This is an optimization exercise on Yosys and OpenROAD, whose aim is small area and a short achievable clock period, not a production implementation. The RTL was checked by simulation tests, not by an equivalence proof against the original design.

== run 1 ==
Design cwu_codec, start of the top module:
module cwu_codec (
    input  wire        clk,
    input  wire        rst,
    input  wire        enc_valid,
    input  wire [63:0] enc_data,
    input  wire [35:0] enc_h,
    input  wire [2:0]  enc_word,
    input  wire        enc_poison,
    output reg         enc_out_valid,
    output reg  [23:0] enc_check,
    input  wire        dec_valid,
    input  wire [63:0] dec_data,
    input  wire [23:0] dec_check,
    input  wire [35:0] dec_h,
    input  wire [2:0]  dec_word,
    input  wire        dec_erase_en,
    input  wire [3:0]  dec_erase_dev,
    output reg         dec_out_valid,
    output reg  [63:0] dec_out_data,
    output reg  [2:0]  dec_outcome,
    output reg  [3:0]  dec_position,
    output reg  [23:0] dec_synd
);
    wire [23:0] enc_lin;
  ...
export LEC_CHECK = 0
export CAP_MARGIN = 20
export CORE_MARGIN = 2
export CORE_UTILIZATION = 50
export GPL_ROUTABILITY_DRIVEN = 1
export SLEW_MARGIN = 20
create_clock -name core_clock -period 28.0 [get_ports {clk}]
standard.sh (not shown) runs the stock make flow with config.mk's settings and CLKGATE_MAP_FILE= SYNTH_SCRIPT=/design/flow/synth_recipe.tcl, a recipe that flattens the netlist after the stock synthesis.
==> flow/flow/run.sh <==
#!/bin/bash
# Own flow: the standard layout (standard.sh) with two changes:
#  - ABC maps the logic with flow/abc.script (an area-oriented mapping
#    followed by ABC's buffering and sizing) instead of ORFS's
#    abc_speed/abc_area script; the synthesis passes before and after ABC
#    are standard.sh's own (synth_recipe.tcl);
#  - the port buffers that global placement inserts on every input and
#    output are sky130_fd_sc_hd__buf_2 cells.
# Each tool's output is in orfs/logs/ (per step) and make_flow.log.
set -euo pipefail
W=$(pwd)
cp flow/abc.script "$W/abc_custom.script"
cat > "$W/custom_synth.tcl" <<EOT
proc abc {args} {
  set i [lsearch -exact \$args -script]
  if {\$i >= 0} { lset args [expr {\$i + 1}] $W/abc_custom.script }
  puts "custom abc script: $W/abc_custom.script"
  yosys abc {*}\$args
}
source $W/synth_recipe.tcl
EOT
sed -e "s#SYNTH_SCRIPT=[^ ]*#SYNTH_SCRIPT=$W/custom_synth.tcl 'BUFFER_PORTS_ARGS=-buffer_cell sky130_fd_sc_hd__buf_2' SETUP_SLACK_MARGIN=21#" standard.sh > "$W/custom_standard.sh"
grep -q "SYNTH_SCRIPT=$W/custom_synth.tcl" "$W/custom_standard.sh"
bash "$W/custom_standard.sh" > "$W/make_flow.log" 2>&1
==> flow/flow/abc.script <==
strash
ifraig
scorr
dc2
dch -f
&get -n
&st
&dch
&nf -R 1000
&put
buffer -c
topo
stime -c
upsize -c
dnsize -c
Inputs modified between run 1 and run 2:
diff --git a/flow/flow/run.sh b/flow/flow/run.sh
--- a/flow/flow/run.sh
+++ b/flow/flow/run.sh
@@ -6,0 +7 @@
+#  - repair_timing aims for SETUP_SLACK_MARGIN=20.2 ns of setup slack;
@@ -8 +9 @@
-#    output are sky130_fd_sc_hd__buf_2 cells.
+#    output are sky130_fd_sc_hd__buf_1 cells.
@@ -22 +23 @@
-sed -e "s#SYNTH_SCRIPT=[^ ]*#SYNTH_SCRIPT=$W/custom_synth.tcl 'BUFFER_PORTS_ARGS=-buffer_cell sky130_fd_sc_hd__buf_2' SETUP_SLACK_MARGIN=21#" standard.sh > "$W/custom_standard.sh"
+sed -e "s#SYNTH_SCRIPT=[^ ]*#SYNTH_SCRIPT=$W/custom_synth.tcl 'BUFFER_PORTS_ARGS=-buffer_cell sky130_fd_sc_hd__buf_1' SETUP_SLACK_MARGIN=20.2#" standard.sh > "$W/custom_standard.sh"
==> flow/flow/abc.script <==
strash
ifraig
scorr
dc2
dch -f
&get -n
&st
&dch
&nf -R 1000
&put
topo
==> comparison <==
NOTE area after synthesis run 1->run 2 decreased by a few percent
What run 1 reported for area of combinational cells with multiple inputs has to be multiplied by 0.852 to get the figure for run 2.
Maximum clock frequency shrinks by a little under 10% when moving from run 1 to run 2.
Compare run 1 and run 2 | growth of design area from synthesis to finish higher: run 1
For run 3, these inputs were changed with respect to run 2:
diff --git a/flow/flow/run.sh b/flow/flow/run.sh
--- a/flow/flow/run.sh
+++ b/flow/flow/run.sh
@@ -7 +7 @@
-#  - repair_timing aims for SETUP_SLACK_MARGIN=20.2 ns of setup slack;
+#  - repair_timing aims for SETUP_SLACK_MARGIN=20.5 ns of setup slack;
@@ -23 +23 @@
-sed -e "s#SYNTH_SCRIPT=[^ ]*#SYNTH_SCRIPT=$W/custom_synth.tcl 'BUFFER_PORTS_ARGS=-buffer_cell sky130_fd_sc_hd__buf_1' SETUP_SLACK_MARGIN=20.2#" standard.sh > "$W/custom_standard.sh"
+sed -e "s#SYNTH_SCRIPT=[^ ]*#SYNTH_SCRIPT=$W/custom_synth.tcl 'BUFFER_PORTS_ARGS=-buffer_cell sky130_fd_sc_hd__buf_1' SETUP_SLACK_MARGIN=20.5#" standard.sh > "$W/custom_standard.sh"
==> flow/flow/abc.script <==
strash
ifraig
scorr
dc2
dch -f
&get -n
&st
&dch
&nf -R 1000 -E 10
&put
topo
Findings:
On detailed-routing iteration count for the pre-antenna-repair pass: between run 2 and run 3, it ends up higher for run 3.
For run 2, the capturing element of the worst setup path was r_s2[5], unlike run 3, where it was r_s2[2].
The post-route minimum period of run 3 falls short of that of run 2 by 0.30 ns.
Run 3 — synthesized instance count 13 higher, run 2 as reference
Going from run 2 to run 3, the number of buffers inserted by post-CTS setup repair was found to have gone up by 2.
Any difference in horizontal die dimension between run 2 and run 3 is small enough to ignore.
Run 3 ended with more global-route usage than run 2.
The standard cells in run 3 occupy more silicon area than those in run 2 do.
Largest net degree at the start of global routing down 2 in run 3 wrt run 2
In the metrics for run 2 and run 3, the one carrying the higher via count is run 3.
Run comparison: run 3 top routing layer in use met4; run 2 top routing layer in use met5
Against run 2, run 3 comes in 0.95 points higher on share of the core filled with cells.
Input-level comparison between run 4 and run 3:
diff --git a/flow/config.mk b/flow/config.mk
--- a/flow/config.mk
+++ b/flow/config.mk
@@ -10,0 +11,2 @@
+export CTS_CLUSTER_DIAMETER = 120
+export CTS_CLUSTER_SIZE = 25
Findings:
Run 4 ran to completion and came out clean on the timing, DRC and antenna checks.
NOTE: number of clock-tree buffers in the layout in run 4 falls short of that of run 3
For the non-clock buffer count in the final layout, run 4 came in 3.1% higher than run 3 did.
Going from run 3 to run 4, the synthesis-to-layout area growth was found to have gone down by 1.1 points.
Delta (run 4 minus run 3): final cell count without fillers went down by 0.37%.
Inputs modified between run 4 and run 5:
==> flow/flow/abc.script <==
strash
ifraig
scorr
dc2
dch -f
&get -n
&st
&dch
&nf -R 1000
&put
topo
diff --git a/flow/config.mk b/flow/config.mk
--- a/flow/config.mk
+++ b/flow/config.mk
@@ -10,3 +10 @@
-export CORE_UTILIZATION = 50
-export CTS_CLUSTER_DIAMETER = 120
-export CTS_CLUSTER_SIZE = 25
+export CORE_UTILIZATION = 45
## What came out
Via count, run 5 and run 4, higher one = run 4. Re maximum number of pins on one net before global-route repair: run 4 was lower than run 5. Compare run 5 and run 4 | met1 layer wirelength in the final routing lower: run 4. Looking at uppermost metal layer occupied by signal nets, the met4 result is from run 5; the met5 one comes from run 4. For buffer share of cell area, run 4 and run 5 come out practically identical. | worst clock skew | run 5 vs run 4 | better |.

* * *

cwu_codec again, from the RTL that the note above started with.
==> flow/config.mk <==
export PLATFORM = sky130hd
export DESIGN_NAME = cwu_codec
export DESIGN_NICKNAME = cwu_codec
export VERILOG_FILES = /design/flow/design.v
export SDC_FILE = /design/flow/constraint.sdc
export NUM_CORES = 4
export LEC_CHECK = 0
export CAP_MARGIN = 20
export CORE_MARGIN = 2
export CORE_UTILIZATION = 50
export GPL_ROUTABILITY_DRIVEN = 1
export PLACE_DENSITY = 0.7
export SLEW_MARGIN = 20
==> flow/constraint.sdc <==
create_clock -name core_clock -period 28.0 [get_ports {clk}]
set_input_delay 5.6000 -clock core_clock [delete_from_list [all_inputs] [get_ports {clk}]]
set_output_delay 5.6000 -clock core_clock [all_outputs]
set_load 0.01 [all_outputs]
==> flow/flow/run.sh <==
#!/bin/bash
# Own flow: the standard layout (standard.sh) with two changes:
#  - ABC maps the logic with flow/abc.script (an area-oriented mapping
#    followed by ABC's buffering and sizing) instead of ORFS's
#    abc_speed/abc_area script; the synthesis passes before and after ABC
#    are standard.sh's own (synth_recipe.tcl);
#  - repair_timing aims for SETUP_SLACK_MARGIN=20.5 ns of setup slack;
#  - the port buffers that global placement inserts on every input and
#    output are sky130_fd_sc_hd__buf_1 cells.
# Each tool's output is in orfs/logs/ (per step) and make_flow.log.
set -euo pipefail
W=$(pwd)
cp flow/abc.script "$W/abc_custom.script"
cat > "$W/custom_synth.tcl" <<EOT
proc abc {args} {
  set i [lsearch -exact \$args -script]
  if {\$i >= 0} { lset args [expr {\$i + 1}] $W/abc_custom.script }
  puts "custom abc script: $W/abc_custom.script"
  yosys abc {*}\$args
}
source $W/synth_recipe.tcl
EOT
sed -e "s#SYNTH_SCRIPT=[^ ]*#SYNTH_SCRIPT=$W/custom_synth.tcl 'BUFFER_PORTS_ARGS=-buffer_cell sky130_fd_sc_hd__buf_1' SETUP_SLACK_MARGIN=20.5#" standard.sh > "$W/custom_standard.sh"
grep -q "SYNTH_SCRIPT=$W/custom_synth.tcl" "$W/custom_standard.sh"
bash "$W/custom_standard.sh" > "$W/make_flow.log" 2>&1
==> flow/flow/abc.script <==
strash
ifraig
scorr
dc2
dch -f
&get -n
&st
&dch
&nf -R 1000
&put
topo
Rerun with:
--- a/flow/flow/run.sh
+++ b/flow/flow/run.sh
@@ -5,7 +5,6 @@
 #    abc_speed/abc_area script; the synthesis passes before and after ABC
 #    are standard.sh's own (synth_recipe.tcl);
-#  - repair_timing aims for SETUP_SLACK_MARGIN=20.5 ns of setup slack;
 #  - the port buffers that global placement inserts on every input and
-#    output are sky130_fd_sc_hd__buf_1 cells.
+#    output are sky130_fd_sc_hd__buf_2 cells.
 # Each tool's output is in orfs/logs/ (per step) and make_flow.log.
 set -euo pipefail
@@ -21,5 +20,5 @@
 source $W/synth_recipe.tcl
 EOT
-sed -e "s#SYNTH_SCRIPT=[^ ]*#SYNTH_SCRIPT=$W/custom_synth.tcl 'BUFFER_PORTS_ARGS=-buffer_cell sky130_fd_sc_hd__buf_1' SETUP_SLACK_MARGIN=20.5#" standard.sh > "$W/custom_standard.sh"
+sed -e "s#SYNTH_SCRIPT=[^ ]*#SYNTH_SCRIPT=$W/custom_synth.tcl 'BUFFER_PORTS_ARGS=-buffer_cell sky130_fd_sc_hd__buf_2' SETUP_SLACK_MARGIN=22#" standard.sh > "$W/custom_standard.sh"
 grep -q "SYNTH_SCRIPT=$W/custom_synth.tcl" "$W/custom_standard.sh"
 bash "$W/custom_standard.sh" > "$W/make_flow.log" 2>&1
==> flow/flow/abc.script (replaced) <==
strash
ifraig
scorr
dc2
dch -f
&get -n
&st
&dch
&nf -R 1000
&put
buffer -c
topo
stime -c
upsize -c
dnsize -c
Settings changed: PLACE_DENSITY 0.7 to not set.
The new run failed in 5_1_grt (GRT-0232).
Area after synthesis is higher by a few percent.
Synthesized cell count came out higher by a few percent.
Rerun with:
==> flow/flow/run.sh (replaced) <==
#!/bin/bash
# Own flow: the standard layout (standard.sh) with these changes:
#  - ABC maps the logic with flow/abc.script (an area-oriented mapping)
#    instead of ORFS's abc_speed/abc_area script; the synthesis passes
#    before and after ABC are standard.sh's own (synth_recipe.tcl);
#  - repair_timing aims for SETUP_SLACK_MARGIN=20.5 ns of setup slack;
#  - the port buffers that global placement inserts on every input and
#    output are sky130_fd_sc_hd__buf_1 cells.
# Each tool's output is in orfs/logs/ (per step) and make_flow.log.
set -euo pipefail
W=$(pwd)
cp flow/abc.script "$W/abc_custom.script"
cat > "$W/custom_synth.tcl" <<EOT
proc abc {args} {
  set i [lsearch -exact \$args -script]
  if {\$i >= 0} { lset args [expr {\$i + 1}] $W/abc_custom.script }
  puts "custom abc script: $W/abc_custom.script"
  yosys abc {*}\$args
}
source $W/synth_recipe.tcl
EOT
sed -e "s#SYNTH_SCRIPT=[^ ]*#SYNTH_SCRIPT=$W/custom_synth.tcl 'BUFFER_PORTS_ARGS=-buffer_cell sky130_fd_sc_hd__buf_1' SETUP_SLACK_MARGIN=20.5#" standard.sh > "$W/custom_standard.sh"
grep -q "SYNTH_SCRIPT=$W/custom_synth.tcl" "$W/custom_standard.sh"
bash "$W/custom_standard.sh" > "$W/make_flow.log" 2>&1
==> flow/flow/abc.script (replaced) <==
strash
ifraig
scorr
dc2
dch -f
&get -n
&st
&dch
&nf -R 1000
&put
topo
Settings changed: CTS_CLUSTER_DIAMETER set to 120, CTS_CLUSTER_SIZE set to 25.
The changed run passed the timing, DRC and antenna checks.
Area after synthesis fell by 4.5%.
Synthesized cell count decreases by 4.6%.

* * *

Starting RTL as in the previous note.
Settings: LEC_CHECK=0, CAP_MARGIN=20, CORE_MARGIN=2, CORE_UTILIZATION=50, CTS_CLUSTER_DIAMETER=120, CTS_CLUSTER_SIZE=25, GPL_ROUTABILITY_DRIVEN=1, SLEW_MARGIN=20; clock period 28.0 ns.
==> flow/flow/run.sh <==
#!/bin/bash
# Own flow: the standard layout (standard.sh) with two changes:
#  - ABC maps the logic with flow/abc.script (an area-oriented mapping
#    followed by ABC's buffering and sizing) instead of ORFS's
#    abc_speed/abc_area script; the synthesis passes before and after ABC
#    are standard.sh's own (synth_recipe.tcl);
#  - repair_timing aims for SETUP_SLACK_MARGIN=20.5 ns of setup slack;
#  - the port buffers that global placement inserts on every input and
#    output are sky130_fd_sc_hd__buf_1 cells.
# Each tool's output is in orfs/logs/ (per step) and make_flow.log.
set -euo pipefail
W=$(pwd)
cp flow/abc.script "$W/abc_custom.script"
cat > "$W/custom_synth.tcl" <<EOT
proc abc {args} {
  set i [lsearch -exact \$args -script]
  if {\$i >= 0} { lset args [expr {\$i + 1}] $W/abc_custom.script }
  puts "custom abc script: $W/abc_custom.script"
  yosys abc {*}\$args
}
source $W/synth_recipe.tcl
EOT
sed -e "s#SYNTH_SCRIPT=[^ ]*#SYNTH_SCRIPT=$W/custom_synth.tcl 'BUFFER_PORTS_ARGS=-buffer_cell sky130_fd_sc_hd__buf_1' SETUP_SLACK_MARGIN=20.5#" standard.sh > "$W/custom_standard.sh"
grep -q "SYNTH_SCRIPT=$W/custom_synth.tcl" "$W/custom_standard.sh"
bash "$W/custom_standard.sh" > "$W/make_flow.log" 2>&1
==> flow/flow/abc.script <==
strash
ifraig
scorr
dc2
dch -f
&get -n
&st
&dch
&nf -R 1000
&put
topo
The baseline ran to the end with no violations.
Next try:
--- a/flow/flow/run.sh
+++ b/flow/flow/run.sh
@@ -7 +6,0 @@
-#  - repair_timing aims for SETUP_SLACK_MARGIN=20.5 ns of setup slack;
@@ -9 +8 @@
-#    output are sky130_fd_sc_hd__buf_1 cells.
+#    output are sky130_fd_sc_hd__buf_2 cells.
@@ -23 +22 @@
-sed -e "s#SYNTH_SCRIPT=[^ ]*#SYNTH_SCRIPT=$W/custom_synth.tcl 'BUFFER_PORTS_ARGS=-buffer_cell sky130_fd_sc_hd__buf_1' SETUP_SLACK_MARGIN=20.5#" standard.sh > "$W/custom_standard.sh"
+sed -e "s#SYNTH_SCRIPT=[^ ]*#SYNTH_SCRIPT=$W/custom_synth.tcl 'BUFFER_PORTS_ARGS=-buffer_cell sky130_fd_sc_hd__buf_2'#" standard.sh > "$W/custom_standard.sh"
==> flow/flow/abc.script (replaced) <==
strash
ifraig
scorr
dc2
dch -f
&get -n
&st
&dch
&nf -R 1000
&put
buffer -c
topo
stime -c
upsize -c
dnsize -c
--- a/flow/config.mk
+++ b/flow/config.mk
@@ -11,2 +10,0 @@
-export CTS_CLUSTER_DIAMETER = 120
-export CTS_CLUSTER_SIZE = 25
Result: Worst setup slack got worse by 1800 ps. Via count shrinks slightly. Area after synthesis climbs by a few percent.
Next try:
--- a/flow/flow/run.sh
+++ b/flow/flow/run.sh
@@ -6,0 +7 @@
+#  - repair_timing aims for SETUP_SLACK_MARGIN=20.4 ns of setup slack;
@@ -8 +9 @@
-#    output are sky130_fd_sc_hd__buf_2 cells.
+#    output are sky130_fd_sc_hd__buf_1 cells.
@@ -22 +23 @@
-sed -e "s#SYNTH_SCRIPT=[^ ]*#SYNTH_SCRIPT=$W/custom_synth.tcl 'BUFFER_PORTS_ARGS=-buffer_cell sky130_fd_sc_hd__buf_2'#" standard.sh > "$W/custom_standard.sh"
+sed -e "s#SYNTH_SCRIPT=[^ ]*#SYNTH_SCRIPT=$W/custom_synth.tcl 'BUFFER_PORTS_ARGS=-buffer_cell sky130_fd_sc_hd__buf_1' SETUP_SLACK_MARGIN=20.4#" standard.sh > "$W/custom_standard.sh"
==> flow/flow/abc.script (replaced) <==
strash
ifraig
scorr
dc2
dch -f
&get -n
&st
&dch
&nf -R 1000
&put
topo
--- a/flow/config.mk
+++ b/flow/config.mk
@@ -10,0 +11,2 @@
+export CTS_CLUSTER_DIAMETER = 100
+export CTS_CLUSTER_SIZE = 30
Final cell count is about the same.
Setup slack improved by 1600 ps.
Via count climbs by 0.69%.
First-iteration DRC count went down by 10%.
Utilization climbs by 2.0 points.
Non-clock buffer count rises by 26.
Cell area goes down by 1.6%.
Routed wire length went down by 1.1%.
Synthesized area shrinks by 4.5%.
Next try:
--- a/flow/flow/run.sh
+++ b/flow/flow/run.sh
@@ -7 +7 @@
-#  - repair_timing aims for SETUP_SLACK_MARGIN=20.4 ns of setup slack;
+#  - repair_timing aims for SETUP_SLACK_MARGIN=20.8 ns of setup slack;
@@ -23 +23 @@
-sed -e "s#SYNTH_SCRIPT=[^ ]*#SYNTH_SCRIPT=$W/custom_synth.tcl 'BUFFER_PORTS_ARGS=-buffer_cell sky130_fd_sc_hd__buf_1' SETUP_SLACK_MARGIN=20.4#" standard.sh > "$W/custom_standard.sh"
+sed -e "s#SYNTH_SCRIPT=[^ ]*#SYNTH_SCRIPT=$W/custom_synth.tcl 'BUFFER_PORTS_ARGS=-buffer_cell sky130_fd_sc_hd__buf_1' SETUP_SLACK_MARGIN=20.8#" standard.sh > "$W/custom_standard.sh"
==> flow/flow/abc.script (replaced) <==
strash
ifraig
scorr
dc2
dch -f
&get -n
&st
&dch
&nf -R 1000
&put
buffer -c
topo
stime -c
upsize -c
dnsize -c
--- a/flow/config.mk
+++ b/flow/config.mk
@@ -11,2 +10,0 @@
-export CTS_CLUSTER_DIAMETER = 100
-export CTS_CLUSTER_SIZE = 30
Maximum frequency rose by 5.6%.
Critical path depth stays the same.
Non-clock buffer count rose by 53.

afterwards: timing with drivers on the ports:
The flow's constraints put no driver on any port. The routed layouts listed below were extracted and timed again, unchanged, in two steps.
Step 1 sets driving cells, clkbuf_16 on the clock port and buf_2 on the other inputs (assumed; they add their load-dependent delay and slew).
Step 2, shift: input delay + t, output delay - t, t = (earliest + latest rising clock arrival at the registers) / 2. This alone moves slack from input paths to output paths.
a / b / c = no drivers / after step 1 / after step 2; a / b = the first two.
run	shift t [ns]	slack for setup (ns)	worst setup path after step 2	latest minus earliest clock arrival (ns)	pins driven straight from the clock port
run 1	0.599	20.969 / 21.000 / 20.401	input to register	0.012 / 0.012	1
run 2	0.619	20.254 / 20.280 / 19.661	input to register	0.026 / 0.026	1
run 3	0.617	20.549 / 20.577 / 19.960	input to register	0.017 / 0.017	1
run 4	0.551	20.498 / 20.519 / 19.968	input to register	0.034 / 0.034	1
run 5	0.624	20.544 / 20.578 / 19.954	input to register	0.028 / 0.028	1
the first run of note 2	0.623	20.490 / 20.519 / 19.895	input to register	0.037 / 0.037	1
the third run of note 2	0.578	20.542 / 20.580 / 20.002	input to register	0.032 / 0.031	1
the first run of note 3	0.578	20.542 / 20.580 / 20.002	input to register	0.032 / 0.031	1
the second run of note 3	0.617	18.775 / 18.775 / 18.775	register to register	0.016 / 0.016	1
the third run of note 3	0.574	20.398 / 20.425 / 19.851	input to register	0.048 / 0.048	1
the fourth run of note 3	0.617	20.801 / 20.837 / 20.220	input to register	0.049 / 0.049	1
After both steps every run listed still meets setup and hold. The setup slack of the first run of note 2, which loses most, moves by +0.029 ns with the drivers and by -0.595 ns with both steps.
